From an optimization exercise on the open Yosys and OpenROAD flow, aimed at small area, a short achievable clock period and few clock cycles per item; shortcuts taken in it are not production practice. RTL that was checked went through simulation tests only; none was proved equivalent to the original. Function not checked in run 1: the RTL went through the layout flow alone.

[design/flow/config.mk]
export PLATFORM = sky130hd
export DESIGN_NAME = sha384_core
export DESIGN_NICKNAME = sha384_core
export VERILOG_FILES = /design/flow/design.v
export SDC_FILE = /design/flow/constraint.sdc
export NUM_CORES = 4
export LEC_CHECK = 0
export ABC_AREA = 1
export CAP_MARGIN = 20
export CORE_MARGIN = 2
export CORE_UTILIZATION = 45
export SLEW_MARGIN = 20
export SYNTH_MEMORY_MAX_BITS = 16384
[design/flow/constraint.sdc]
create_clock -name core_clock -period 15.0 [get_ports {clk}]
set_input_delay 3.0000 -clock core_clock [delete_from_list [all_inputs] [get_ports {clk}]]
set_output_delay 3.0000 -clock core_clock [all_outputs]
set_load 0.01 [all_outputs]
[design/flow/design.v]
module sha384_core (
    input  wire         clk,
    input  wire         rst,
    input  wire         in_valid,
    output wire         in_ready,
    input  wire [63:0]  in_data,
    input  wire         in_first,
    input  wire         in_last,
    output reg          out_valid,
    output wire [383:0] out_digest
);
    localparam [63:0] IV0 = 64'hcbbb9d5dc1059ed8;
    localparam [63:0] IV1 = 64'h629a292a367cd507;
    localparam [63:0] IV2 = 64'h9159015a3070dd17;
    localparam [63:0] IV3 = 64'h152fecd8f70e5939;
    localparam [63:0] IV4 = 64'h67332667ffc00b31;
    localparam [63:0] IV5 = 64'h8eb44a8768581511;
    localparam [63:0] IV6 = 64'hdb0c2e0d64f98fa7;
    localparam [63:0] IV7 = 64'h47b5481dbefa4fa4;
    localparam [2:0] ST_INIT  = 3'd0;    
    localparam [2:0] ST_WAIT  = 3'd1;    
    localparam [2:0] ST_ROUND = 3'd2;    
    localparam [2:0] ST_SPIN  = 3'd3;    
    localparam [2:0] ST_FIN   = 3'd4;    
    localparam [2:0] ST_ISPIN = 3'd5;    
    function [63:0] krom(input [6:0] i);
        case (i)
            7'd0: krom = 64'h428a2f98d728ae22;
            7'd1: krom = 64'h7137449123ef65cd;
            7'd2: krom = 64'hb5c0fbcfec4d3b2f;
            7'd3: krom = 64'he9b5dba58189dbbc;
            7'd4: krom = 64'h3956c25bf348b538;
            7'd5: krom = 64'h59f111f1b605d019;
            7'd6: krom = 64'h923f82a4af194f9b;
            7'd7: krom = 64'hab1c5ed5da6d8118;
            7'd8: krom = 64'hd807aa98a3030242;
            7'd9: krom = 64'h12835b0145706fbe;
            7'd10: krom = 64'h243185be4ee4b28c;
            7'd11: krom = 64'h550c7dc3d5ffb4e2;
            7'd12: krom = 64'h72be5d74f27b896f;
            7'd13: krom = 64'h80deb1fe3b1696b1;
            7'd14: krom = 64'h9bdc06a725c71235;
            7'd15: krom = 64'hc19bf174cf692694;
            7'd16: krom = 64'he49b69c19ef14ad2;
            7'd17: krom = 64'hefbe4786384f25e3;
            7'd18: krom = 64'h0fc19dc68b8cd5b5;
            7'd19: krom = 64'h240ca1cc77ac9c65;
            7'd20: krom = 64'h2de92c6f592b0275;
            7'd21: krom = 64'h4a7484aa6ea6e483;
            7'd22: krom = 64'h5cb0a9dcbd41fbd4;
            7'd23: krom = 64'h76f988da831153b5;
            7'd24: krom = 64'h983e5152ee66dfab;
            7'd25: krom = 64'ha831c66d2db43210;
            7'd26: krom = 64'hb00327c898fb213f;
            7'd27: krom = 64'hbf597fc7beef0ee4;
            7'd28: krom = 64'hc6e00bf33da88fc2;
            7'd29: krom = 64'hd5a79147930aa725;
            7'd30: krom = 64'h06ca6351e003826f;
            7'd31: krom = 64'h142929670a0e6e70;
            7'd32: krom = 64'h27b70a8546d22ffc;
            7'd33: krom = 64'h2e1b21385c26c926;
            7'd34: krom = 64'h4d2c6dfc5ac42aed;
            7'd35: krom = 64'h53380d139d95b3df;
            7'd36: krom = 64'h650a73548baf63de;
            7'd37: krom = 64'h766a0abb3c77b2a8;
            7'd38: krom = 64'h81c2c92e47edaee6;
            7'd39: krom = 64'h92722c851482353b;
            7'd40: krom = 64'ha2bfe8a14cf10364;
            7'd41: krom = 64'ha81a664bbc423001;
            7'd42: krom = 64'hc24b8b70d0f89791;
            7'd43: krom = 64'hc76c51a30654be30;
            7'd44: krom = 64'hd192e819d6ef5218;
            7'd45: krom = 64'hd69906245565a910;
            7'd46: krom = 64'hf40e35855771202a;
            7'd47: krom = 64'h106aa07032bbd1b8;
            7'd48: krom = 64'h19a4c116b8d2d0c8;
            7'd49: krom = 64'h1e376c085141ab53;
            7'd50: krom = 64'h2748774cdf8eeb99;
            7'd51: krom = 64'h34b0bcb5e19b48a8;
            7'd52: krom = 64'h391c0cb3c5c95a63;
            7'd53: krom = 64'h4ed8aa4ae3418acb;
            7'd54: krom = 64'h5b9cca4f7763e373;
            7'd55: krom = 64'h682e6ff3d6b2b8a3;
            7'd56: krom = 64'h748f82ee5defb2fc;
            7'd57: krom = 64'h78a5636f43172f60;
            7'd58: krom = 64'h84c87814a1f0ab72;
            7'd59: krom = 64'h8cc702081a6439ec;
            7'd60: krom = 64'h90befffa23631e28;
            7'd61: krom = 64'ha4506cebde82bde9;
            7'd62: krom = 64'hbef9a3f7b2c67915;
            7'd63: krom = 64'hc67178f2e372532b;
            7'd64: krom = 64'hca273eceea26619c;
            7'd65: krom = 64'hd186b8c721c0c207;
            7'd66: krom = 64'heada7dd6cde0eb1e;
            7'd67: krom = 64'hf57d4f7fee6ed178;
            7'd68: krom = 64'h06f067aa72176fba;
            7'd69: krom = 64'h0a637dc5a2c898a6;
            7'd70: krom = 64'h113f9804bef90dae;
            7'd71: krom = 64'h1b710b35131c471b;
            7'd72: krom = 64'h28db77f523047d84;
            7'd73: krom = 64'h32caab7b40c72493;
            7'd74: krom = 64'h3c9ebe0a15c9bebc;
            7'd75: krom = 64'h431d67c49c100d4c;
            7'd76: krom = 64'h4cc5d4becb3e42b6;
            7'd77: krom = 64'h597f299cfc657e2a;
            7'd78: krom = 64'h5fcb6fab3ad6faec;
            7'd79: krom = 64'h6c44198c4a475817;
            default: krom = 64'd0;
        endcase
    endfunction
    function [63:0] add_bk(input [63:0] x, input [63:0] y);
        reg [63:0] gg, pp;
        integer i, l;
        begin
            gg = x & y;
            pp = x ^ y;
            for (l = 1; l < 64; l = l * 2)
                for (i = 2 * l - 1; i < 64; i = i + 2 * l) begin
                    gg[i] = gg[i] | (pp[i] & gg[i - l]);
                    pp[i] = pp[i] & pp[i - l];
                end
            for (l = 16; l >= 1; l = l / 2)
                for (i = 3 * l - 1; i < 64; i = i + 2 * l) begin
                    gg[i] = gg[i] | (pp[i] & gg[i - l]);
                    pp[i] = pp[i] & pp[i - l];
                end
            add_bk = (x ^ y) ^ {gg[62:0], 1'b0};
        end
    endfunction
    function [63:0] add_sk(input [63:0] x, input [63:0] y);
        reg [63:0] gg, pp;
        integer i, l, j;
        begin
            gg = x & y;
            pp = x ^ y;
            for (l = 1; l < 64; l = l * 2)
                for (i = 0; i < 64; i = i + 1)
                    if (((i / l) % 2) == 1) begin
                        j = (i / l) * l - 1;
                        gg[i] = gg[i] | (pp[i] & gg[j]);
                        pp[i] = pp[i] & pp[j];
                    end
            add_sk = (x ^ y) ^ {gg[62:0], 1'b0};
        end
    endfunction
    reg [2:0]  st;
    reg [3:0]  cnt;
    reg [6:0]  t;            
    reg        got0;         
    reg        ufirst;       
    reg        last_pend;    
    reg        last_blk;     
    reg        fresh;        
    reg        qiv;          
    reg        rdy;
    reg [63:0] a, b, c, d, e, f, g, h;
    reg [63:0] q0, q1, q2, q3, q4, q5, q6, q7;    
    reg [63:0] w [0:15];                          
    reg [63:0] p;                                 
    reg [63:0] kn;
    assign in_ready   = rdy;
    assign out_digest = {q3, q2, q1, q0, q7, q6};
    wire take = in_valid & rdy;
    wire [63:0] big_s0 = {a[27:0], a[63:28]} ^ {a[33:0], a[63:34]} ^ {a[38:0], a[63:39]};
    wire [63:0] big_s1 = {e[13:0], e[63:14]} ^ {e[17:0], e[63:18]} ^ {e[40:0], e[63:41]};
    wire [63:0] ch     = (e & f) | (~e & g);
    wire [63:0] maj    = (a & b) | (a & c) | (b & c);
    wire [63:0] x1s = p ^ ch ^ maj;
    wire [63:0] x1c = {((p & ch) | (p & maj) | (ch & maj)), 1'b0};
    wire [63:0] x2s = x1s ^ big_s1 ^ big_s0;
    wire [63:0] x2c = {((x1s & big_s1) | (x1s & big_s0) | (big_s1 & big_s0)), 1'b0};
    wire [63:0] x3s = x2s ^ x2c ^ x1c;
    wire [63:0] x3c = {((x2s & x2c) | (x2s & x1c) | (x2c & x1c)), 1'b0};
    wire [63:0] a_rnd = x3s + x3c;
    wire [63:0] y1s = d ^ p ^ ch;
    wire [63:0] y1c = {((d & p) | (d & ch) | (p & ch)), 1'b0};
    wire [63:0] y2s = y1s ^ y1c ^ big_s1;
    wire [63:0] y2c = {((y1s & y1c) | (y1s & big_s1) | (y1c & big_s1)), 1'b0};
    wire [63:0] e_rnd = y2s + y2c;
    wire [63:0] w15 = w[15];
    wire [63:0] v1s = g ^ kn ^ w15;
    wire [63:0] v1c = {((g & kn) | (g & w15) | (kn & w15)), 1'b0};
    wire [63:0] p_n = add_bk(v1s, v1c);
    wire [63:0] sm0 = {w[1][0], w[1][63:1]} ^ {w[1][7:0], w[1][63:8]} ^ (w[1] >> 7);
    wire [63:0] sm1 = {w[14][18:0], w[14][63:19]} ^ {w[14][60:0], w[14][63:61]} ^ (w[14] >> 6);
    wire [63:0] z1s = sm0 ^ sm1 ^ w[9];
    wire [63:0] z1c = {((sm0 & sm1) | (sm0 & w[9]) | (sm1 & w[9])), 1'b0};
    wire [63:0] z2s = z1s ^ z1c ^ w[0];
    wire [63:0] z2c = {((z1s & z1c) | (z1s & w[0]) | (z1c & w[0])), 1'b0};
    wire        fin_now = (st == ST_FIN);
    wire [63:0] w_sum = add_sk(fin_now ? h : z2s, fin_now ? q4 : z2c);
    wire [63:0] w_new = w_sum;
    wire [63:0] fin_a = add_bk(d, q0);
    wire [63:0] fin_e = w_sum;
    wire op_round = (st == ST_ROUND);
    wire op_fin   = (st == ST_FIN);
    wire op_init  = (st == ST_INIT) || (st == ST_ISPIN && cnt[3:2] == 2'd0);
    wire q_iv     = op_init || (op_round && qiv && t[6:2] == 5'd0);
    wire a_iv     = op_init || (op_fin && last_blk);
    wire a_fin    = op_fin && !last_blk;
    wire slot1    = ((st == ST_INIT || st == ST_FIN) && cnt[1:0] == 2'd3) ||
                    (st == ST_WAIT && cnt[1:0] == 2'd3) ||
                    ((st == ST_SPIN || st == ST_ISPIN) && cnt == 4'd15);
    wire ld_in    = st == ST_INIT || st == ST_WAIT || op_fin ||
                    (op_round && t <= 7'd13) ||
                    ((st == ST_SPIN || st == ST_ISPIN) && cnt == 4'd15);
    wire ld_sched = op_round && t >= 7'd14;
    wire [1:0] iv_i = op_round ? t[1:0] : cnt[1:0];
    reg [63:0] iv_a, iv_e;
    always @(*) begin
        case (iv_i)
            2'd0: begin iv_a = IV3; iv_e = IV7; end
            2'd1: begin iv_a = IV2; iv_e = IV6; end
            2'd2: begin iv_a = IV1; iv_e = IV5; end
            default: begin iv_a = IV0; iv_e = IV4; end
        endcase
    end
    wire [6:0] kidx = op_round ? t + 7'd2 : slot1 ? t + 7'd1 : t;
    reg [2:0] st_n;
    reg [3:0] cnt_n;
    reg [6:0] t_n;
    reg       got0_n, ufirst_n, lp_n, lb_n, fresh_n, qiv_n, ov_n;
    always @(*) begin
        st_n     = st;
        cnt_n    = cnt + 4'd1;
        t_n      = t;
        got0_n   = 1'b0;
        ufirst_n = ufirst;
        lp_n     = last_pend;
        lb_n     = last_blk;
        fresh_n  = fresh;
        qiv_n    = qiv;
        ov_n     = 1'b0;
        case (st)
        ST_INIT, ST_WAIT, ST_FIN: begin
            if (cnt[1:0] == 2'd2) begin
                got0_n = take;
                if (take) begin
                    lp_n     = in_last;
                    ufirst_n = in_first && !(st == ST_INIT || fresh ||
                                             (st == ST_FIN && last_blk));
                end
            end
            if (cnt[1:0] == 2'd3) begin
                cnt_n = 4'd0;
                if (st == ST_INIT) begin
                    fresh_n = 1'b1;
                end
                if (st == ST_FIN) begin
                    ov_n    = last_blk;
                    fresh_n = last_blk;
                    qiv_n   = last_blk;
                end
                if (got0 && ufirst)  st_n = ST_ISPIN;
                else if (take)       st_n = ST_ROUND;
                else if (got0)       st_n = ST_SPIN;
                else                 st_n = ST_WAIT;
            end
        end
        ST_ROUND: begin
            cnt_n = 4'd0;
            t_n   = (t == 7'd79) ? 7'd0 : t + 7'd1;
            if (t == 7'd0) begin
                lb_n    = last_pend;
                fresh_n = 1'b0;
            end
            if (t == 7'd3) qiv_n = 1'b0;
            if (t == 7'd79)                 st_n = ST_FIN;
            else if (t <= 7'd13 && !take)   st_n = ST_SPIN;
        end
        ST_SPIN: begin
            if (cnt == 4'd15 && take) st_n = ST_ROUND;
        end
        ST_ISPIN: begin
            ufirst_n = 1'b0;
            qiv_n    = 1'b0;
            if (cnt == 4'd15) st_n = take ? ST_ROUND : ST_SPIN;
        end
        default: begin
            st_n = ST_INIT; cnt_n = 4'd0;
        end
        endcase
    end
    wire slot0_n = (st_n == ST_INIT || st_n == ST_WAIT || st_n == ST_FIN) &&
                   cnt_n[1:0] == 2'd2;
    wire slot1_n = (st_n == ST_INIT || st_n == ST_WAIT || st_n == ST_FIN) &&
                   cnt_n[1:0] == 2'd3 && got0_n && !ufirst_n;
    wire rdy_n   = slot0_n || slot1_n ||
                   (st_n == ST_ROUND && t_n <= 7'd13) ||
                   ((st_n == ST_SPIN || st_n == ST_ISPIN) && cnt_n == 4'd15);
    always @(posedge clk) begin
        if (rst) begin
            st        <= ST_INIT;
            cnt       <= 4'd0;
            t         <= 7'd0;
            rdy       <= 1'b0;
            out_valid <= 1'b0;
            got0      <= 1'b0;
            ufirst    <= 1'b0;
            last_pend <= 1'b0;
            last_blk  <= 1'b0;
            fresh     <= 1'b1;
            qiv       <= 1'b0;
        end else begin
            st        <= st_n;
            cnt       <= cnt_n;
            t         <= t_n;
            rdy       <= rdy_n;
            out_valid <= ov_n;
            got0      <= got0_n;
            ufirst    <= ufirst_n;
            last_pend <= lp_n;
            last_blk  <= lb_n;
            fresh     <= fresh_n;
            qiv       <= qiv_n;
        end
    end
    integer i;
    always @(posedge clk) begin
        kn <= krom(kidx);
        p  <= p_n;
        b <= a; c <= b; d <= c;
        f <= e; g <= f; h <= g;
        if (op_round)   begin a <= a_rnd; e <= e_rnd; end
        else if (a_fin) begin a <= fin_a; e <= fin_e; end
        else if (a_iv)  begin a <= iv_a;  e <= iv_e;  end
        else            begin a <= d;     e <= h;     end
        q0 <= q1; q1 <= q2; q2 <= q3;
        q4 <= q5; q5 <= q6; q6 <= q7;
        if (op_fin)     begin q3 <= fin_a; q7 <= fin_e; end
        else if (q_iv)  begin q3 <= iv_a;  q7 <= iv_e;  end
        else            begin q3 <= q0;    q7 <= q4;    end
        for (i = 0; i < 15; i = i + 1)
            w[i] <= w[i + 1];
        if (ld_in)         w[15] <= in_data;
        else if (ld_sched) w[15] <= w_new;
        else               w[15] <= w[0];
    end
endmodule
[design/flow/flow/run.sh]
#!/bin/bash
# Standard synthesis and layout, with these changes to how the layout is made:
#  * timing repair aims at a setup margin of MARGIN ns over the design's
#    clock period (flow/margin.txt), so gates are sized for a shorter period;
#  * clock tree synthesis uses smaller clock buffers and no dummy loads;
#  * ports are buffered with buf_2 cells.
# The constraints (constraint.sdc) are the standard flow's, unchanged.
set -euo pipefail
MARGIN=$(cat flow/margin.txt)
CTS="-sink_clustering_enable -repair_clock_nets -dont_use_dummy_load -buf_list $(cat flow/ctsbuf.txt)"
bash standard.sh synth > synth.log 2>&1
bash standard.sh SETUP_SLACK_MARGIN=$MARGIN "CTS_ARGS=$CTS" "BUFFER_PORTS_ARGS=-buffer_cell sky130_fd_sc_hd__buf_2" finish > layout.log 2>&1
[design/flow/flow/ctsbuf.txt]
sky130_fd_sc_hd__clkbuf_4 sky130_fd_sc_hd__clkbuf_8
[design/flow/flow/margin.txt]
10.5
[design/flow/standard.sh]
#!/bin/bash
# synth_recipe.tcl (not shown) runs the flow's synth.tcl, then flattens the netlist and writes it again
# the make line also repeats each setting of config.mk as NAME=value (left out here)
make -C /OpenROAD-flow-scripts/flow DESIGN_CONFIG=/design/flow/config.mk WORK_HOME=/design/flow/orfs CLKGATE_MAP_FILE= SYNTH_SCRIPT=/design/flow/synth_recipe.tcl "${@:-finish}"
==> results of run 1 <==
## kinds of logic after synthesis
kind of cell / synth area share [%]
AO/OA/AOI/OAI: 7.74
XOR/XNOR: 5.76
adder cells (fa/ha/maj): 17.5
buffers and inverters: 5.72
flip-flops: 46.9
multiplexers: 0.468
AND/OR/NAND/NOR: 15.9
## cell usage after synthesis, drive strengths merged, types with 2 or more instances
cell	instances
or2	20
nor4	6
ha	344
nand4	46
nand2	2119
o221a	2
and3	7
o221ai	9
fa	576
maj3	61
o211ai	73
clkinv	2
nor3	55
clkbuf	133
xnor2	303
dfxtp	2198
o22ai	27
o32a	2
o31ai	5
inv	1175
a221oi	2
a31oi	68
a21oi	447
buf	88
o21ai	549
mux2	39
xor2	314
a22oi	12
o21bai	45
a21boi	9
a21o	24
nand3b	17
a211oi	9
o21a	17
and2	3
nand3	710
nor3b	2
nor2	630
## how the worst min path moves through the flow
stage                     startpoint      end  slack, ns  cells past startpoint
after floorplan                q5[0]    q4[0]       0.31                      0
after global placement       w[5][8]  w[4][8]       0.31                      0
after detailed placement      q5[41]   q4[41]       0.31                      0
## stage by stage
step	cells	instance area, um^2	worst slack, ns	util, %
3_5_place_dp	13249	99300	8.83	47.9
2_1_floorplan	10155	93900	10.81	-
3_3_place_gp	13249	99300	8.63	47.9
==> results by group, run 1 <==
Placed design
  • Dpl hpwl: 413000 um
  • Input/output buffers: 454
  • Final RePlAce weighted congestion: roughly 1.2

Synthesis
  • Seq/Total Area, Yosys: between 40 and 50%
  • Avg Cell Area, Syn: 9.24 um^2
  • Flops & latches, synth: 2198
  • Asr flop ratio synth: 0%
  • Synth Instances: roughly 10000
  • Top cells by area, synth: dfxtp_1 47%, fa_1 12%, nand2_1 8.4%, inv_1 4.6%, ha_1 4.6%
  • Most used DFF post-synth: dfxtp_1
  • Synth area leader: dfxtp_1
  • Synthesis Warnings: 2
  • Top-area cell type share of the netlist area: ~47%
  • Mapped cell area: 0.0939 mm^2
  • Synth unique cells: 61
  • Net Count, Synth: ~11000
  • Number of synthesized flops with an enable pin: 0

Die
  • Die Y: ~460 um
  • DIE WIDTH: ~460 um
  • Initial Util: 45.3%
  • Site row count: 167
  • Top-Level Pins: about 460

Run status
  • Run Error: [ERROR STA-0564] clock_tree_synthesis positional arguments not supported.
  • Status: did not finish
  • Last stage: clock tree synthesis (4_1_cts)
==> run 2: changes to the inputs <==
--- a/design/flow/design.v
+++ b/design/flow/design.v
@@ -165,4 +165,4 @@
     wire [63:0] big_s1 = {e[13:0], e[63:14]} ^ {e[17:0], e[63:18]} ^ {e[40:0], e[63:41]};
-    wire [63:0] ch     = (e & f) | (~e & g);
-    wire [63:0] maj    = (a & b) | (a & c) | (b & c);
+    wire [63:0] ch     = g ^ (e & (f ^ g));
+    wire [63:0] maj    = (a & (b | c)) | (b & c);
     wire [63:0] x1s = p ^ ch ^ maj;
@@ -189,7 +189,5 @@
     wire [63:0] z2c = {((z1s & z1c) | (z1s & w[0]) | (z1c & w[0])), 1'b0};
-    wire        fin_now = (st == ST_FIN);
-    wire [63:0] w_sum = add_sk(fin_now ? h : z2s, fin_now ? q4 : z2c);
-    wire [63:0] w_new = w_sum;
+    wire [63:0] w_new = add_sk(z2s, z2c);
     wire [63:0] fin_a = add_bk(d, q0);
-    wire [63:0] fin_e = w_sum;
+    wire [63:0] fin_e = add_bk(h, q4);
     wire op_round = (st == ST_ROUND);
--- a/design/flow/flow/run.sh
+++ b/design/flow/flow/run.sh
@@ -9,3 +9,3 @@
 MARGIN=$(cat flow/margin.txt)
-CTS="-sink_clustering_enable -repair_clock_nets -dont_use_dummy_load -buf_list $(cat flow/ctsbuf.txt)"
+CTS="-sink_clustering_enable -repair_clock_nets -dont_use_dummy_load -buf_list {$(cat flow/ctsbuf.txt)}"
 bash standard.sh synth > synth.log 2>&1
--- a/design/flow/config.mk
+++ b/design/flow/config.mk
@@ -10,3 +10,3 @@
 export CORE_MARGIN = 2
-export CORE_UTILIZATION = 45
+export CORE_UTILIZATION = 40
 export SLEW_MARGIN = 20
==> results by group, run 2 <==
Synthesis
  • Mapped cell area: 0.0946 mm^2 (was 0.0939 mm^2)
  • Synth unique cells: 62 (was 61)
  • Synth area leader: dfxtp_1 (unchanged)
  • Flops & latches, synth: 2198 (unchanged)
  • Net Count, Synth: 11044 (was 11144)
  • Post-synth top cells: 2198 x dfxtp_1, 1765 x nand2_1, 1131 x inv_1 (was 2198 x dfxtp_1, 2105 x nand2_1, 1160 x inv_1)
  • Avg Cell Area, Syn: 9.49 um^2 (was 9.24 um^2)
  • Top-area cell type share of the netlist area: 46.5% (was 46.9%)
  • Most used DFF post-synth: dfxtp_1 (unchanged)
  • Synthesis Warnings: 2 (unchanged)
  • Number of synthesized flops with an enable pin: 0 (unchanged)
  • Top cells by area, synth: dfxtp_1 47%, fa_1 13%, nand2_1 7.0%, ha_1 5.4%, inv_1 4.5% (was dfxtp_1 47%, fa_1 12%, nand2_1 8.4%, inv_1 4.6%, ha_1 4.6%)
  • Seq/Total Area, Yosys: 46.5% (was 46.9%)
  • Asr flop ratio synth: 0% (unchanged)
  • Most common cell in the netlist: dfxtp_1 (unchanged)
  • Synth Instances: 9963 (was 10155)

Worst hold path
  • Min-delay worst type: register to register

STA
  • Actual slew at the worst max-slew pin: between 1 and 1.5 ns
  • Hold Slack: between 0.2 and 0.3 ns
  • Max Clk Rate: around 220 MHz
  • Final Hold Fails: 0
  • Max-slew headroom: 22.1%
  • Worst clock skew: around 0.16 ns
  • Setup TNS: 0 ns
  • Post-route minimum period: ~4.6 ns
  • RSZ-0062 raised after global routing: true
  • Count of pins over their slew limit: 0
  • Final setup viols: 0
  • Period Utilization, post-route: 30.6%

Setup path
  • Crit-path max FO: 5
  • CP delay by family, top: adder cells
  • Cell mode on critical path: nand2_1
  • CP max stage delay: around 0.70 ns
  • CP arrival: approximately 5.5 ns
  • CP Capture Type: register
  • CP Buf/Inv Count: 0
  • Req. time, crit path: 15.89 ns
  • WS Path Type: register to register
  • CP max-delay cell: fa_1
  • Crit path launch type: register
  • Critical-path cell list: mux2_2 > fa_1 > fa_1 > ha_1 > a21oi_1 > o21ai_0 > a21oi_2 > nand3_2 > nand2_1 > nand2_1 > o21ai_0 > nand2_1

Die
  • Die Y: 490 um (was 461 um)
  • Die area: roughly 0.24 mm^2
  • Top-Level Pins: 455 (unchanged)
  • CORE AREA: 0.235 mm^2
  • Initial Util: 40.2% (was 45.3%)
  • Site row count: 178 (was 167)
  • DIE WIDTH: 490 um (was 461 um)

Placed design
  • Final RePlAce weighted congestion: 1.08 (was 1.16)
  • Dpl hpwl: 393000 um (was 413000 um)
  • Placed inst area: 0.101 mm^2 (was 0.0993 mm^2)
  • Input/output buffers: 454 (unchanged)

CTS
  • CTS tree: yes
  • H-tree depth: 5
  • CTS Hold Bufs: 0
  • Clock sinks: 2198
  • Clk buf depth: 4
  • Clock transition at path regs: roughly 0.060 ns
  • Clock Latency Late Sink: about 1.1 ns
  • CTS Root Cell: clkbuf_8
  • Cts bufs inserted: 370

Layout
  • Number of flip-flops in the largest register: 1024
  • Cell area after layout: 0.113 mm^2
  • Share of layout cells above drive strength 1: between 20 and 25%
  • Final #Nets: 11929
  • Most frequent cells in the layout: 1702 x nand2_1, 1622 x dfxtp_1, 1110 x inv_1
  • Largest register by flop count: w
  • P&R area growth vs syn: 19.2%
  • Most common cell after layout, fill and taps aside: nand2_1

Global routing
  • Antenna violations before repair: about 40
  • First-pass GRT wire length: 639000 um
  • Total grt overflow: 0
  • Vias in the first global route: 76451
  • GRT Util Overall: between 30% and 40%
  • Largest net degree at the start of global routing: about 130

Routing
  • First-pass DRT Iterations: 6
  • First DRT Iteration DRCs: roughly 8400
  • DR vias: roughly 77000
  • Routed WL: between 400000 and 500000 um
  • Final ANT Viol Nets: 0
  • Post-route DRC violation count: 0
  • Routed len/inst: approximately 34 um
  • Vias/cell: around 5.5

Flow run
  • Maxcap violations: 0

Run status
  • Status: no timing/DRC/antenna violations (was did not finish)
==> run 2: changes by cell type after synthesis, moves of 24 or more <==
cell / previous run / this run
fa_1: 576 / 607
a21oi_1: 444 / 485
buf_1: 13 / 37
o21ai_0: 542 / 450
clkbuf_1: 133 / 91
nand2_1: 2105 / 1765
inv_1: 1160 / 1131
nor2_1: 623 / 692
ha_1: 344 / 405
==> run 2: final cells by class <==
type / instances / area, um^2
well taps: 3150 / 3940
diodes: 26 / 65.1
flip-flops and latches: 2198 / 45000
repair inverters: 1 / 5.00
multi-input cells: 6409 / 47500
repair buffers: 709 / 6670
clock buffers: 370 / 5090
inverters: 1159 / 4390
fillers: 22030 / 123000
==> run 2: worst register-to-register path: stages (launching register included) <==
cell and delay [ns]:
dfxtp_1 0.57, mux2_2 0.33, fa_1 0.49, fa_1 0.70, ha_1 0.37, a21oi_1 0.24, o21ai_0 0.25, a21oi_2 0.39
nand3_2 0.31, nand2_1 0.13, nand2_1 0.10, o21ai_0 0.42, nand2_1 0.15
==> run 2: final timing paths <==
| kind | from | to | slack [ns] | cells after the start |
|---|---|---|---|---|
| worst min-delay path | w[10][42] | w[9][42] | 0.26 | 0 |
| worst min register to register | w[10][42] | w[9][42] | 0.26 | 0 |
| worst max register to register | g[22] | e[33] | 10.41 | 12 |
| worst max-delay path | g[22] | e[33] | 10.41 | 12 |
==> run 2: cells by family (layout without fill, tap and decap cells) <==
kind of cell	Yosys count	after routing	share of synthesized area, %
AND/OR/NAND/NOR	3333	3335	14.7
flip-flops	2198	2198	46.5
buffers and inverters	1358	2239	5.58
AO/OA/AOI/OAI	1329	1329	8.01
adder cells (fa/ha/maj)	1074	1074	18.9
XOR/XNOR	635	635	5.88
multiplexers	36	36	0.429
other	0	26	0
==> run 2: routing by layer <==
metal	vias to the layer above	wire [um]	global-route usage, %
met5	-	103	0
met4	16	33100	22.6
met3	1022	45300	11.1
met2	4147	208000	58.7
met1	38176	191000	49.3
li1	33571	-	-
==> run 2: what timing repair did <==
action,in CTS,in global routing
pin swaps,13,16
resized for setup,1282,359
cloned,2,1
setup endpoints to repair,573,531
setup buffers,123,51
==> run 2: metrics by stage <==
step / instances / setup WS [ns] / utilization [%]
2_1_floorplan: 9963 / 11.05 / -
3_3_place_gp: 13448 / 9.13 / 42.8
3_5_place_dp: 13449 / 9.22 / 42.8
4_1_cts: 13944 / 10.36 / 47.2
5_1_grt: 14001 / 10.29 / 47.9
6_report: 14022 / 10.41 / 47.9
Testbench counts of run 2, summed over its fixed seeds: cycles 59,084, blocks 703.
==> run 3: changes to the inputs <==
==> design/flow/flow/margin.txt (replaced) <==
11.0
--- a/design/flow/config.mk
+++ b/design/flow/config.mk
@@ -11,2 +11,3 @@
 export CORE_UTILIZATION = 40
+export PLACE_DENSITY = 0.7
 export SLEW_MARGIN = 20
==> results by group, run 3 <==
CTS
  • H-tree depth: 5 (unchanged)
  • CTS Root Cell: clkbuf_8 (unchanged)
  • Clock Latency Late Sink: 1.15 ns (was 1.14 ns)
  • CTS tree: yes (unchanged)
  • Clock transition at path regs: 0.08 ns (was 0.06 ns)
  • Cts bufs inserted: 355 (was 370)
  • Clock sinks: 2198 (unchanged)
  • Clk buf depth: 4 (unchanged)
  • CTS Hold Bufs: 0 (unchanged)

Setup path
  • CP Capture Type: output pin (was register)
  • CP max-delay cell: dfxtp_4 (was fa_1)
  • WS Path Type: register to output pin (was register to register)
  • CP delay by family, top: flip-flops (was adder cells)
  • Critical-path cell list: buf_6 (was mux2_2 > fa_1 > fa_1 > ha_1 > a21oi_1 > o21ai_0 > a21oi_2 > nand3_2 > nand2_1 > nand2_1 > o21ai_0 > nand2_1)
  • CP arrival: 1.67 ns (was 5.48 ns)
  • Req. time, crit path: 12.00 ns (was 15.89 ns)
  • CP Buf/Inv Count: 1 (was 0)
  • Crit path launch type: register (unchanged)
  • Crit-path max FO: 2 (was 5)
  • CP max stage delay: 0.40 ns (was 0.70 ns)

Synthesis
  • Top-area cell type share of the netlist area: 46.5% (unchanged)
  • Asr flop ratio synth: 0% (unchanged)
  • Avg Cell Area, Syn: 9.49 um^2 (unchanged)
  • Most used DFF post-synth: dfxtp_1 (unchanged)
  • Synth unique cells: 62 (unchanged)
  • Synth area leader: dfxtp_1 (unchanged)
  • Seq/Total Area, Yosys: 46.5% (unchanged)
  • Most common cell in the netlist: dfxtp_1 (unchanged)
  • Number of synthesized flops with an enable pin: 0 (unchanged)
  • Adder-cell share of the synthesized area: 18.9% (unchanged)
  • Synthesis Warnings: 2 (unchanged)
  • Area share of and/or/nand/nor cells after synthesis: 14.7% (unchanged)
  • Net Count, Synth: 11044 (unchanged)
  • Post-synth top cells: 2198 x dfxtp_1, 1765 x nand2_1, 1131 x inv_1 (unchanged)
  • Main combinational cell family by area after synthesis: adder cells (unchanged)
  • Synth Instances: 9963 (unchanged)
  • Compound-cell area share of the yosys netlist: 8.01% (unchanged)
  • Multiplexer share of the synthesized area: 0.429% (unchanged)
  • Top cells by area, synth: dfxtp_1 47%, fa_1 13%, nand2_1 7.0%, ha_1 5.4%, inv_1 4.5% (unchanged)
  • Flops & latches, synth: 2198 (unchanged)
  • Post-Synth XOR/XNOR Area: 5.88% (unchanged)
  • Mapped cell area: 0.0946 mm^2 (unchanged)

Global routing
  • Largest net degree at the start of global routing: 76 (was 129)
  • First-pass GRT wire length: 588000 um (was 639000 um)
  • GRT Util Overall: 34.8% (was 38.8%)
  • Antenna violations before repair: 52 (was 41)
  • Vias in the first global route: 75688 (was 76451)
  • Total grt overflow: 0 (unchanged)

Layout
  • Area occupied by multi-input gates: 0.0518 mm^2 (was 0.0475 mm^2)
  • Final non-filler cell total: 14250 (was 14022)
  • Most frequent cells in the layout: 1548 x nand2_1, 1537 x dfxtp_1, 1020 x inv_1 (was 1702 x nand2_1, 1622 x dfxtp_1, 1110 x inv_1)
  • Cell area after layout: 0.119 mm^2 (was 0.113 mm^2)
  • Reg area: 0.0454 mm^2 (was 0.0450 mm^2)
  • Most common cell after layout, fill and taps aside: nand2_1 (unchanged)
  • Share of layout cells above drive strength 1: 29.4% (was 20.2%)
  • Final #Nets: 12156 (was 11929)
  • P&R area growth vs syn: 26.3% (was 19.2%)
  • Fill count: 21194 (was 22030)
  • Largest register by flop count: w (unchanged)
  • Number of flip-flops in the largest register: 1024 (unchanged)

STA
  • Max Clk Rate: 214 MHz (was 218 MHz)
  • Worst clock skew: 0.157 ns (was 0.159 ns)
  • RSZ-0062 raised after global routing: true (unchanged)
  • Final Hold Fails: 0 (unchanged)
  • Period Utilization, post-route: 31.1% (was 30.6%)
  • Max-slew headroom: 17.9% (was 22.1%)
  • Post-route minimum period: 4.67 ns (was 4.59 ns)
  • Count of pins over their slew limit: 0 (unchanged)
  • Actual slew at the worst max-slew pin: 1.23 ns (was 1.16 ns)
  • Setup TNS: 0 ns (unchanged)
  • Final setup viols: 0 (unchanged)

Placed design
  • Input/output buffers: 454 (unchanged)
  • Dpl cells: 13442 (was 13449)
  • Dpl hpwl: 343000 um (was 393000 um)
  • Placed inst area: 0.100 mm^2 (was 0.101 mm^2)
  • Final RePlAce weighted congestion: 1.11 (was 1.08)

Worst hold path
  • Min-delay worst type: register to register (unchanged)

Routing
  • DR vias: 79868 (was 76932)
  • First-pass DRT Iterations: 9 (was 6)
  • Routed len/inst: 30.9 um (was 34.1 um)
  • First DRT Iteration DRCs: 10538 (was 8386)
  • Post-route DRC violation count: 0 (unchanged)
  • Vias/cell: 5.60 (was 5.49)
  • Routed WL: 440000 um (was 478000 um)
  • Final ANT Viol Nets: 0 (unchanged)

Die
  • Die Y: 490 um (unchanged)
  • Site row count: 178 (unchanged)
  • CORE AREA: 0.235 mm^2 (unchanged)
  • DIE WIDTH: 490 um (unchanged)
  • Die area: 0.240 mm^2 (unchanged)
  • Initial Util: 40.2% (unchanged)
  • Top-Level Pins: 455 (unchanged)

Flow run
  • Maxcap violations: 0 (unchanged)

Run status
  • Status: no timing/DRC/antenna violations (unchanged)
run 3: metrics by stage:
| stage | util (%) | hold WS [ns] | setup WS (ns) |
|---|---|---|---|
| floorplan | - | 0.310 | 11.05 |
| global route | 50.8 | 0.258 | 10.30 |
| finish | 50.8 | 0.260 | 10.33 |
| CTS | 48.6 | 0.259 | 10.32 |
| detailed placement | 42.7 | 0.312 | 9.57 |
| global placement | 42.7 | 0.310 | 9.64 |
run 3: logic make-up (layout without fill, tap and decap cells):
family	count (synthesis)	after routing
simple gates	3333	3333
xor+xnor	635	635
fa+ha+maj	1074	1074
mux	36	36
other cells	0	27
flops	2198	2198
buf+inv	1358	2467
compound gates	1329	1330
run 3: worst paths after layout:
check                              start              end  slack [ns]  cells past startpoint
worst min register to register  w[13][5]         w[12][5]        0.26                      0
worst min-delay path            w[13][5]         w[12][5]        0.26                      0
worst max-delay path              q1[25]  out_digest[217]       10.33                      1
worst max register to register     q0[0]            a[63]       10.75                     24
run 3: area by class of cell:
type,count,share of cell area [%]
Antenna cell,27,0.0566
Clock buffer,355,4.09
Sequential cell,2198,38.0
Inverter,1159,3.72
Tap cell,3150,3.30
Multi-Input combinational cell,6408,43.4
Timing Repair Buffer,953,7.46
run 3: repair_timing:
action / 4_1_cts / 5_1_grt
resized for setup: 2084 / 939
buffers inserted: 220 / 204
pin swaps: 149 / 351
gates cloned: 2 / 0
endpoints found under the setup margin: 630 / 568
run 3: layer usage:
metal / wire, um / vias to the layer above / track usage [%]
met5: 120 / - / 0
met4: 32300 / 16 / 20.2
met3: 55300 / 1427 / 10.7
met2: 180000 / 5455 / 50.2
met1: 172000 / 38922 / 45.9
li1: - / 34048 / -
==> run 4: changes to the inputs <==
--- a/design/flow/flow/run.sh
+++ b/design/flow/flow/run.sh
@@ -4,3 +4,3 @@
 #    clock period (flow/margin.txt), so gates are sized for a shorter period;
-#  * clock tree synthesis uses smaller clock buffers and no dummy loads;
+#  * clock tree synthesis uses the buffers in flow/ctsbuf.txt and no dummy loads;
 #  * ports are buffered with buf_2 cells.
==> design/flow/flow/ctsbuf.txt (replaced) <==
sky130_fd_sc_hd__clkbuf_16
==> design/flow/flow/margin.txt (replaced) <==
10.6
--- a/design/flow/config.mk
+++ b/design/flow/config.mk
@@ -11,3 +11,2 @@
 export CORE_UTILIZATION = 40
-export PLACE_DENSITY = 0.7
 export SLEW_MARGIN = 20
==> results by group, run 4 <==
Die
  • Top-Level Pins: 455 (unchanged)
  • Site row count: 178 (unchanged)
  • Initial Util: 40.2% (unchanged)
  • Die area: 0.240 mm^2 (unchanged)
  • Die Y: 490 um (unchanged)
  • DIE WIDTH: 490 um (unchanged)
  • CORE AREA: 0.235 mm^2 (unchanged)

STA
  • Period Utilization, post-route: 29.7% (was 31.1%)
  • Worst clock skew: 0.130 ns (was 0.157 ns)
  • Actual slew at the worst max-slew pin: 1.14 ns (was 1.23 ns)
  • Hold Slack: 0.252 ns (was 0.260 ns)
  • Final Hold Fails: 0 (unchanged)
  • Setup TNS: 0 ns (unchanged)
  • Max Clk Rate: 224 MHz (was 214 MHz)
  • RSZ-0062 raised after global routing: true (unchanged)
  • Final setup viols: 0 (unchanged)
  • Max-slew headroom: 24.1% (was 17.9%)
  • Post-route minimum period: 4.46 ns (was 4.67 ns)
  • Final WS setup: 10.54 ns (was 10.33 ns)
  • Count of pins over their slew limit: 0 (unchanged)

Routing
  • First-pass DRT Iterations: 8 (was 9)
  • First DRT Iteration DRCs: 8348 (was 10538)
  • Final ANT Viol Nets: 0 (unchanged)
  • Vias/cell: 5.50 (was 5.60)
  • Routed WL: 472000 um (was 440000 um)
  • Post-route DRC violation count: 0 (unchanged)
  • Routed len/inst: 34.1 um (was 30.9 um)
  • DR vias: 76033 (was 79868)

Synthesis
  • Net Count, Synth: 11044 (unchanged)
  • Most used DFF post-synth: dfxtp_1 (unchanged)
  • Synth Instances: 9963 (unchanged)
  • Number of synthesized flops with an enable pin: 0 (unchanged)
  • Multiplexer share of the synthesized area: 0.429% (unchanged)
  • Area share of and/or/nand/nor cells after synthesis: 14.7% (unchanged)
  • Flops & latches, synth: 2198 (unchanged)
  • Adder-cell share of the synthesized area: 18.9% (unchanged)
  • Seq/Total Area, Yosys: 46.5% (unchanged)
  • Compound-cell area share of the yosys netlist: 8.01% (unchanged)
  • Top cells by area, synth: dfxtp_1 47%, fa_1 13%, nand2_1 7.0%, ha_1 5.4%, inv_1 4.5% (unchanged)
  • Synth area leader: dfxtp_1 (unchanged)
  • Main combinational cell family by area after synthesis: adder cells (unchanged)
  • Post-Synth XOR/XNOR Area: 5.88% (unchanged)
  • Synthesis Warnings: 2 (unchanged)
  • Synth unique cells: 62 (unchanged)
  • Asr flop ratio synth: 0% (unchanged)
  • Post-synth top cells: 2198 x dfxtp_1, 1765 x nand2_1, 1131 x inv_1 (unchanged)
  • Avg Cell Area, Syn: 9.49 um^2 (unchanged)
  • Most common cell in the netlist: dfxtp_1 (unchanged)
  • Mapped cell area: 0.0946 mm^2 (unchanged)
  • Top-area cell type share of the netlist area: 46.5% (unchanged)

Setup path
  • Cell mode on critical path: nand2_1
  • Crit-path max FO: 19 (was 2)
  • Crit path launch type: register (unchanged)
  • CP max stage delay: 0.80 ns (was 0.40 ns)
  • CP Capture Type: register (was output pin)
  • Req. time, crit path: 15.68 ns (was 12.00 ns)
  • WS Path Type: register to register (was register to output pin)
  • Critical-path cell list: inv_1 > nand3_4 > buf_4 > inv_4 > nand2_1 > buf_4 > a21boi_4 > nand2_1 > nand3_1 > nand2_1 > nand3_1 > nand2_1 > nand2_1 > nand2_1 (was buf_6)
  • CP arrival: 5.14 ns (was 1.67 ns)
  • CP max-delay cell: nand2_1 (was dfxtp_4)

Layout
  • Reg area: 0.0448 mm^2 (was 0.0454 mm^2)
  • Most common cell after layout, fill and taps aside: dfxtp_1 (was nand2_1)
  • P&R area growth vs syn: 17.8% (was 26.3%)
  • Final #Nets: 11741 (was 12156)
  • Number of flip-flops in the largest register: 1024 (unchanged)
  • Most frequent cells in the layout: 1792 x dfxtp_1, 1672 x nand2_1, 1096 x inv_1 (was 1548 x nand2_1, 1537 x dfxtp_1, 1020 x inv_1)
  • Fill count: 22348 (was 21194)
  • Final Core Density: 47.4% (was 50.8%)
  • Largest register by flop count: w (unchanged)
  • Share of layout cells above drive strength 1: 18.3% (was 29.4%)
  • Area occupied by multi-input gates: 0.0483 mm^2 (was 0.0518 mm^2)

CTS
  • Cts bufs inserted: 221 (was 355)
  • Clk buf depth: 3 (was 4)
  • Clock transition at path regs: 0.06 ns (was 0.08 ns)
  • CTS tree: yes (unchanged)
  • CTS Root Cell: clkbuf_16 (was clkbuf_8)
  • Clock sinks: 2198 (unchanged)
  • Clock Latency Late Sink: 0.91 ns (was 1.15 ns)
  • H-tree depth: 4 (was 5)

Global routing
  • Total grt overflow: 0 (unchanged)
  • Vias in the first global route: 74762 (was 75688)
  • First-pass GRT wire length: 631000 um (was 588000 um)
  • Largest net degree at the start of global routing: 129 (was 76)
  • GRT Util Overall: 38.3% (was 34.8%)
  • Antenna violations before repair: 35 (was 52)

Placed design
  • Place WS: 9.22 ns (was 9.57 ns)
  • Input/output buffers: 454 (unchanged)
  • Dpl hpwl: 393000 um (was 343000 um)
  • Final RePlAce weighted congestion: 1.08 (was 1.11)

Run status
  • Status: no timing/DRC/antenna violations (unchanged)

Flow run
  • Maxcap violations: 0 (unchanged)

Worst hold path
  • Min-delay worst type: register to register (unchanged)
==> run 4: cell counts after synthesis <==
Identical to the previous run, type by type.
==> run 4: logic make-up (layout without fill, tap and decap cells) <==
group | after synthesis | in the layout
and+or+nand+nor | 3333 | 3335
buffers and inverters | 1358 | 2051
DFF | 2198 | 2198
xor gates and xnor gates | 635 | 635
other | 0 | 24
muxes | 36 | 36
AOI/OAI and AO/OA | 1329 | 1329
adders and majority gates | 1074 | 1074
==> run 4: final timing paths <==
kind / startpoint / to / slack, ns / cells past startpoint
min: w[7][49] / w[6][49] / 0.25 / 0
max: st[0] / kn[10] / 10.54 / 14
min reg2reg: w[7][49] / w[6][49] / 0.25 / 0
max reg2reg: st[0] / kn[10] / 10.54 / 14
==> run 4: what timing repair did <==
item	CTS	global route
pin swaps	26	80
endpoints found under the setup margin	401	153
cloned	3	1
buffers inserted	76	56
hold buffers	0	0
resized for setup	881	467
==> run 4: through the flow <==
step	area [um^2]	cells
detailed placement	101000	13449
global route	111000	13810
floorplan	94600	9963
global placement	101000	13448
finish	111000	13832
CTS	109000	13749
==> run 4: metal layers <==
metal	track usage, %	vias up	part of all wire (%)
li1	-	33244	-
met1	49.6	37924	40
met2	57.9	3960	43
met3	10.1	899	9.4
met4	21.8	6	7.1
met5	0	-	0.0091
==> run 4: layout make-up <==
| type | count | area share [%] |
|---|---|---|
| diodes | 24 | 0.0539 |
| clock buffers | 221 | 4.96 |
| inverters | 1159 | 3.96 |
| multi-input cells | 6409 | 43.3 |
| flip-flops and latches | 2198 | 40.2 |
| well taps | 3150 | 3.54 |
| repair buffers | 670 | 3.94 |
| repair inverters | 1 | 0.00449 |
==> run 4: critical path: cells and delay by family (launching register included) <==
kind | cells | cell delay (ns)
simple gates | 9 | 2.36
flops | 1 | 0.42
buf+inv | 4 | 0.83
compound gates | 1 | 0.67
==> run 5: changes to the inputs <==
==> design/flow/flow/margin.txt (replaced) <==
10.3
==> results by group, run 5 <==
Synthesis
  • Asr flop ratio synth: 0% (unchanged)
  • Top cells by area, synth: dfxtp_1 47%, fa_1 13%, nand2_1 7.0%, ha_1 5.4%, inv_1 4.5% (unchanged)
  • Avg Cell Area, Syn: 9.49 um^2 (unchanged)
  • Number of synthesized flops with an enable pin: 0 (unchanged)
  • Synth Instances: 9963 (unchanged)
  • Multiplexer share of the synthesized area: 0.429% (unchanged)
  • Most common cell in the netlist: dfxtp_1 (unchanged)
  • Mapped cell area: 0.0946 mm^2 (unchanged)
  • Top-area cell type share of the netlist area: 46.5% (unchanged)
  • Main combinational cell family by area after synthesis: adder cells (unchanged)
  • Synthesis Warnings: 2 (unchanged)
  • Post-Synth XOR/XNOR Area: 5.88% (unchanged)
  • Flops & latches, synth: 2198 (unchanged)
  • Synth area leader: dfxtp_1 (unchanged)
  • Area share of and/or/nand/nor cells after synthesis: 14.7% (unchanged)
  • Seq/Total Area, Yosys: 46.5% (unchanged)
  • Net Count, Synth: 11044 (unchanged)
  • Most used DFF post-synth: dfxtp_1 (unchanged)
  • Adder-cell share of the synthesized area: 18.9% (unchanged)
  • Compound-cell area share of the yosys netlist: 8.01% (unchanged)
  • Post-synth top cells: 2198 x dfxtp_1, 1765 x nand2_1, 1131 x inv_1 (unchanged)
  • Synth unique cells: 62 (unchanged)

Die
  • Die Y: 490 um (unchanged)
  • DIE WIDTH: 490 um (unchanged)
  • Initial Util: 40.2% (unchanged)
  • CORE AREA: 0.235 mm^2 (unchanged)
  • Die area: 0.240 mm^2 (unchanged)
  • Site row count: 178 (unchanged)
  • Top-Level Pins: 455 (unchanged)

Global routing
  • Antenna violations before repair: 39 (was 35)
  • Largest net degree at the start of global routing: 129 (unchanged)
  • GRT Util Overall: 38.2% (was 38.3%)
  • Vias in the first global route: 74142 (was 74762)
  • First-pass GRT wire length: 627000 um (was 631000 um)
  • Total grt overflow: 0 (unchanged)

Setup path
  • Worst R2R Start: st[1] (was st[0])
  • Crit-path max FO: 29 (was 19)
  • CP Capture Type: register (unchanged)
  • CP arrival: 5.75 ns (was 5.14 ns)
  • Worst Setup SP: st[1] (was st[0])
  • Req. time, crit path: 15.77 ns (was 15.68 ns)
  • WS Path Type: register to register (unchanged)
  • Crit path launch type: register (unchanged)

Layout
  • Number of flip-flops in the largest register: 1024 (unchanged)
  • P&R area growth vs syn: 13.8% (was 17.8%)
  • Final #Nets: 11621 (was 11741)
  • Cell area after layout: 0.108 mm^2 (was 0.111 mm^2)
  • Most common cell after layout, fill and taps aside: dfxtp_1 (unchanged)
  • Fill count: 22651 (was 22348)
  • Share of layout cells above drive strength 1: 11.8% (was 18.3%)
  • Most frequent cells in the layout: 2082 x dfxtp_1, 1734 x nand2_1, 1120 x inv_1 (was 1792 x dfxtp_1, 1672 x nand2_1, 1096 x inv_1)
  • Largest register by flop count: w (unchanged)

CTS
  • Clock transition at path regs: 0.06 ns (about the same)
  • CTS Hold Bufs: 0 (unchanged)
  • H-tree depth: 4 (unchanged)
  • Clock sinks: 2198 (unchanged)
  • Clk buf depth: 3 (unchanged)
  • Cts bufs inserted: 221 (unchanged)
  • CTS Root Cell: clkbuf_16 (unchanged)
  • Clock Latency Late Sink: 0.91 ns (about the same)
  • CTS tree: yes (unchanged)

STA
  • Actual slew at the worst max-slew pin: 1.18 ns (was 1.14 ns)
  • Final setup viols: 0 (unchanged)
  • Max Clk Rate: 201 MHz (was 224 MHz)
  • Period Utilization, post-route: 33.2% (was 29.7%)
  • Final Hold Fails: 0 (unchanged)
  • Max-slew headroom: 20.4% (was 24.1%)
  • RSZ-0062 raised after global routing: true (unchanged)
  • Setup TNS: 0 ns (unchanged)
  • Count of pins over their slew limit: 0 (unchanged)
  • Post-route minimum period: 4.98 ns (was 4.46 ns)
  • Worst clock skew: 0.134 ns (was 0.130 ns)
  • Final WS setup: 10.02 ns (was 10.54 ns)

Placed design
  • Placed inst area: 0.101 mm^2 (unchanged)
  • Dpl hpwl: 393000 um (unchanged)
  • Place WS: 9.22 ns (unchanged)
  • Input/output buffers: 454 (unchanged)
  • Final RePlAce weighted congestion: 1.08 (unchanged)

Routing
  • Routed WL: 469000 um (was 472000 um)
  • First-pass DRT Iterations: 7 (was 8)
  • Final ANT Viol Nets: 0 (unchanged)
  • Vias/cell: 5.50 (about the same)
  • First DRT Iteration DRCs: 8383 (was 8348)
  • Post-route DRC violation count: 0 (unchanged)
  • DR vias: 75408 (was 76033)
  • Routed len/inst: 34.2 um (was 34.1 um)

Worst hold path
  • Worst Min Path Start: w[7][49] (unchanged)
  • Min-delay worst type: register to register (unchanged)

Run status
  • Status: no timing/DRC/antenna violations (unchanged)

Flow run
  • Maxcap violations: 0 (unchanged)
-- run 5: critical path: stages (launching register included) --
cell	delay (ns)
dfxtp_2	0.42
nor2_1	0.14
buf_4	0.28
inv_2	0.29
nor2_4	0.27
clkinv_2	0.36
nor2_4	0.51
inv_2	0.04
buf_4	0.31
nand2_1	0.66
inv_1	0.37
a32oi_1	0.95
o21a_1	0.22
-- run 5: timing repair --
item | in CTS | in global routing
gates resized for setup | 212 | 206
gates cloned | 2 | 0
buffers inserted | 12 | 4
setup endpoints to repair | 150 | 97
pin swaps | 8 | 9
-- run 5: final cells by class --
| type | count | area [um^2] | share of cell area [%] |
|---|---|---|---|
| Antenna cell | 25 | 62.6 | 0.0581 |
| Timing Repair Buffer | 551 | 3040 | 2.83 |
| Inverter | 1159 | 4370 | 4.06 |
| Tap cell | 3150 | 3940 | 3.66 |
| Clock buffer | 221 | 5530 | 5.14 |
| Multi-Input combinational cell | 6409 | 46500 | 43.2 |
| Sequential cell | 2198 | 44200 | 41.0 |
-- run 5: cell families (layout without fill, tap and decap cells) --
kind of cell | count (synthesis) | after routing
xor gates and xnor gates | 635 | 635
AOI/OAI and AO/OA | 1329 | 1329
other | 0 | 25
DFF | 2198 | 2198
buffers and inverters | 1358 | 1931
and+or+nand+nor | 3333 | 3335
muxes | 36 | 36
adders and majority gates | 1074 | 1074
-- run 5: routing by layer --
layer	wire, um	vias to the layer above	track usage, %
met5	102	-	0
met4	32100	16	21.4
met3	42800	889	10.1
met2	202000	3825	57.7
met1	192000	37674	49.4
li1	-	33004	-
-- run 5: per-stage QoR --
stage | hold slack (ns) | util (%) | cells
after CTS | 0.233 | 45.4 | 13684
after floorplan | 0.310 | - | 9963
after global routing | 0.247 | 45.7 | 13689
final | 0.250 | 45.8 | 13713
after detailed placement | 0.312 | 42.8 | 13449
after global placement | 0.310 | 42.8 | 13448
-- run 5: worst paths after layout --
| check | to | slack (ns) | cells after the start |
|---|---|---|---|
| setup / recovery | e[41] | 10.02 | 12 |
| hold / removal | w[6][49] | 0.25 | 0 |
| setup reg to reg | e[41] | 10.02 | 12 |
| hold reg to reg | w[6][49] | 0.25 | 0 |
==> run 6: changes to the inputs <==
--- a/design/flow/flow/run.sh
+++ b/design/flow/flow/run.sh
@@ -4,3 +4,4 @@
 #    clock period (flow/margin.txt), so gates are sized for a shorter period;
-#  * clock tree synthesis uses the buffers in flow/ctsbuf.txt and no dummy loads;
+#  * clock tree synthesis uses the buffers in flow/ctsbuf.txt, clusters of up
+#    to 20 sinks within 200 um per leaf buffer and no dummy loads;
 #  * ports are buffered with buf_2 cells.
@@ -9,3 +10,3 @@
 MARGIN=$(cat flow/margin.txt)
-CTS="-sink_clustering_enable -repair_clock_nets -dont_use_dummy_load -buf_list {$(cat flow/ctsbuf.txt)}"
+CTS="-sink_clustering_enable -sink_clustering_size 20 -sink_clustering_max_diameter 200 -repair_clock_nets -dont_use_dummy_load -buf_list {$(cat flow/ctsbuf.txt)}"
 bash standard.sh synth > synth.log 2>&1
==> design/flow/flow/margin.txt (replaced) <==
10.6
==> results by group, run 6 <==
Synthesis
  • Seq/Total Area, Yosys: 46.5% (unchanged)
  • Net Count, Synth: 11044 (unchanged)
  • Synth Instances: 9963 (unchanged)
  • Number of synthesized flops with an enable pin: 0 (unchanged)
  • Asr flop ratio synth: 0% (unchanged)
  • Top cells by area, synth: dfxtp_1 47%, fa_1 13%, nand2_1 7.0%, ha_1 5.4%, inv_1 4.5% (unchanged)
  • Post-synth top cells: 2198 x dfxtp_1, 1765 x nand2_1, 1131 x inv_1 (unchanged)
  • Flops & latches, synth: 2198 (unchanged)
  • Synthesis Warnings: 2 (unchanged)
  • Avg Cell Area, Syn: 9.49 um^2 (unchanged)
  • Top-area cell type share of the netlist area: 46.5% (unchanged)
  • Mapped cell area: 0.0946 mm^2 (unchanged)
  • Synth area leader: dfxtp_1 (unchanged)
  • Most used DFF post-synth: dfxtp_1 (unchanged)
  • Most common cell in the netlist: dfxtp_1 (unchanged)
  • Synth unique cells: 62 (unchanged)

Die
  • Die Y: 490 um (unchanged)
  • Die area: 0.240 mm^2 (unchanged)
  • CORE AREA: 0.235 mm^2 (unchanged)
  • Initial Util: 40.2% (unchanged)
  • Top-Level Pins: 455 (unchanged)
  • Site row count: 178 (unchanged)
  • DIE WIDTH: 490 um (unchanged)

Layout
  • Most common cell after layout, fill and taps aside: dfxtp_1 (unchanged)
  • Number of flip-flops in the largest register: 1024 (unchanged)
  • Final non-filler cell total: 13674 (was 13713)
  • P&R area growth vs syn: 14.0% (was 13.8%)
  • Reg area: 0.0446 mm^2 (was 0.0442 mm^2)
  • Final #Nets: 11588 (was 11621)
  • Most frequent cells in the layout: 1890 x dfxtp_1, 1679 x nand2_1, 1097 x inv_1 (was 2082 x dfxtp_1, 1734 x nand2_1, 1120 x inv_1)
  • Fill count: 22673 (was 22651)
  • Share of layout cells above drive strength 1: 16.0% (was 11.8%)
  • Largest register by flop count: w (unchanged)
  • Area occupied by multi-input gates: 0.0481 mm^2 (was 0.0465 mm^2)

Flow run
  • Maxcap violations: 0 (unchanged)

STA
  • Actual slew at the worst max-slew pin: 1.12 ns (was 1.18 ns)
  • Post-route minimum period: 4.45 ns (was 4.98 ns)
  • Period Utilization, post-route: 29.7% (was 33.2%)
  • Worst clock skew: 0.135 ns (was 0.134 ns)
  • Hold Slack: 0.256 ns (was 0.250 ns)
  • Count of pins over their slew limit: 0 (unchanged)
  • Final setup viols: 0 (unchanged)
  • Setup TNS: 0 ns (unchanged)
  • RSZ-0062 raised after global routing: true (unchanged)
  • Final Hold Fails: 0 (unchanged)
  • Max-slew headroom: 25.5% (was 20.4%)
  • Max Clk Rate: 225 MHz (was 201 MHz)

Routing
  • DR vias: 75316 (was 75408)
  • First DRT Iteration DRCs: 8478 (was 8383)
  • First-pass DRT Iterations: 7 (unchanged)
  • Vias/cell: 5.51 (was 5.50)
  • Post-route DRC violation count: 0 (unchanged)
  • Routed len/inst: 34.3 um (was 34.2 um)
  • Final ANT Viol Nets: 0 (unchanged)
  • Routed WL: 469000 um (about the same)

CTS
  • CTS tree: yes (unchanged)
  • Clock Latency Late Sink: 0.88 ns (was 0.91 ns)
  • Clock transition at path regs: 0.11 ns (was 0.06 ns)
  • Cts bufs inserted: 120 (was 221)
  • Clk buf depth: 3 (unchanged)
  • CTS Root Cell: clkbuf_16 (unchanged)
  • CTS Hold Bufs: 0 (unchanged)
  • Clock sinks: 2198 (unchanged)
  • H-tree depth: 3 (was 4)

Placed design
  • Dpl cells: 13449 (unchanged)
  • Final RePlAce weighted congestion: 1.08 (unchanged)
  • Input/output buffers: 454 (unchanged)
  • Dpl hpwl: 393000 um (unchanged)

Setup path
  • WS Path Type: register to register (unchanged)
  • CP Capture Type: register (unchanged)
  • Req. time, crit path: 15.67 ns (was 15.77 ns)
  • Reg2reg path depth: 12 (unchanged)
  • Crit path launch type: register (unchanged)
  • CP arrival: 5.12 ns (was 5.75 ns)
  • Crit-path max FO: 5 (was 29)
  • Worst R2R Setup Slack: 10.55 ns (was 10.02 ns)

Worst hold path
  • Min-delay worst type: register to register (unchanged)
  • Hold path depth: 0 (unchanged)

Global routing
  • First-pass GRT wire length: 625000 um (was 627000 um)
  • Total grt overflow: 0 (unchanged)
  • Antenna violations before repair: 44 (was 39)
  • Vias in the first global route: 73392 (was 74142)
  • Largest net degree at the start of global routing: 129 (unchanged)
  • GRT Util Overall: 38.0% (was 38.2%)

Run status
  • Status: no timing/DRC/antenna violations (unchanged)
-- run 6: cell counts after synthesis --
No cell type changed its count.
-- run 6: critical path: stages, from the launching register on --
cell	delay [ns]
dfxtp_4	0.41
mux2_2	0.42
fa_1	0.51
fa_1	0.70
ha_1	0.35
a21oi_1	0.24
o21ai_0	0.24
a21oi_2	0.38
nand3_2	0.30
nand2_1	0.12
nand2_1	0.10
o21ai_0	0.41
nand2_1	0.15
-- run 6: worst paths after layout --
| kind | from | endpoint |
|---|---|---|
| worst max-delay path | e[22] | e[33] |
| worst min register to register | w[13][47] | w[12][47] |
| worst max register to register | e[22] | e[33] |
| worst min-delay path | w[13][47] | w[12][47] |
-- run 6: logic make-up (layout without fill, tap and decap cells) --
| kind of cell | count (synthesis) | after routing | share of synthesized area [%] |
|---|---|---|---|
| other cells | 0 | 19 | 0 |
| simple gates | 3333 | 3335 | 14.7 |
| compound gates | 1329 | 1329 | 8.01 |
| flops | 2198 | 2198 | 46.5 |
| fa+ha+maj | 1074 | 1074 | 18.9 |
| mux | 36 | 36 | 0.429 |
| buf+inv | 1358 | 1898 | 5.58 |
| xor+xnor | 635 | 635 | 5.88 |
-- run 6: timing repair --
item	4_1_cts	5_1_grt
gates cloned	3	1
gates resized for setup	649	447
endpoints found under the setup margin	289	161
pin swaps	22	67
setup buffers	31	51
-- run 6: cell type report --
class / count / area share [%]
repair buffers: 618 / 3.41
flip-flops and latches: 2198 / 41.4
inverters: 1159 / 4.09
diodes: 19 / 0.0441
clock buffers: 120 / 2.79
multi-input cells: 6409 / 44.7
repair inverters: 1 / 0.00464
well taps: 3150 / 3.66
-- run 6: stage by stage --
step                instance area, um^2  utilization, %  setup WS (ns)
global route                     108000            45.8          10.46
CTS                              106000            45.0          10.55
detailed placement               101000            42.8           9.22
global placement                 101000            42.8           9.13
floorplan                         94600               -          11.05
finish                           108000            45.8          10.55
-- run 6: routing by layer --
layer | global-route usage, % | vias to the layer above | wire length (um)
met3 | 9.85 | 871 | 43500
li1 | - | 32909 | -
met1 | 49.3 | 37769 | 190000
met5 | 0 | - | 95
met4 | 21.3 | 14 | 33900
met2 | 57.6 | 3753 | 201000

-- static timing again, ports no longer ideal --
How much do the figures lean on ideal ports? The routed layouts below were timed once more, with nothing changed but the port constraints.
Step 1 assumes that a clkbuf_16 drives the clock port and a buf_2 every other input.
Step 2 adds t to the input delays and takes it off the output delays; t is the mean of the earliest and latest rising clock arrival at the registers after step 1. Input paths then give back, and output paths get back, about the clock's delay inside the block.
a / b / c = ideal ports / drivers / drivers and shift; a / b = the first two.
run | t, ns | setup slack, ns | hold WS [ns] | worst register clock-pin slew, ns | worst data-port slew with drivers (ns)
run 2 | 1.160 | 10.406 / 10.315 / 10.406 | 0.256 / 0.256 / 0.256 | 0.07 / 0.07 | 0.09
run 3 | 1.161 | 10.328 / 10.233 / 10.482 | 0.260 / 0.260 / 0.260 | 0.08 / 0.08 | 0.16
run 4 | 0.954 | 10.539 / 10.524 / 10.535 | 0.252 / 0.252 / 0.252 | 0.07 / 0.07 | 0.09
run 5 | 0.953 | 10.017 / 10.017 / 10.017 | 0.250 / 0.250 / 0.250 | 0.07 / 0.07 | 0.09
run 6 | 0.917 | 10.547 / 10.540 / 10.524 | 0.256 / 0.256 / 0.256 | 0.11 / 0.11 | 0.08
After both steps setup and hold are still met in every run listed. The setup slack of run 6, which loses most, moves by -0.007 ns with the drivers and by -0.023 ns with both steps.
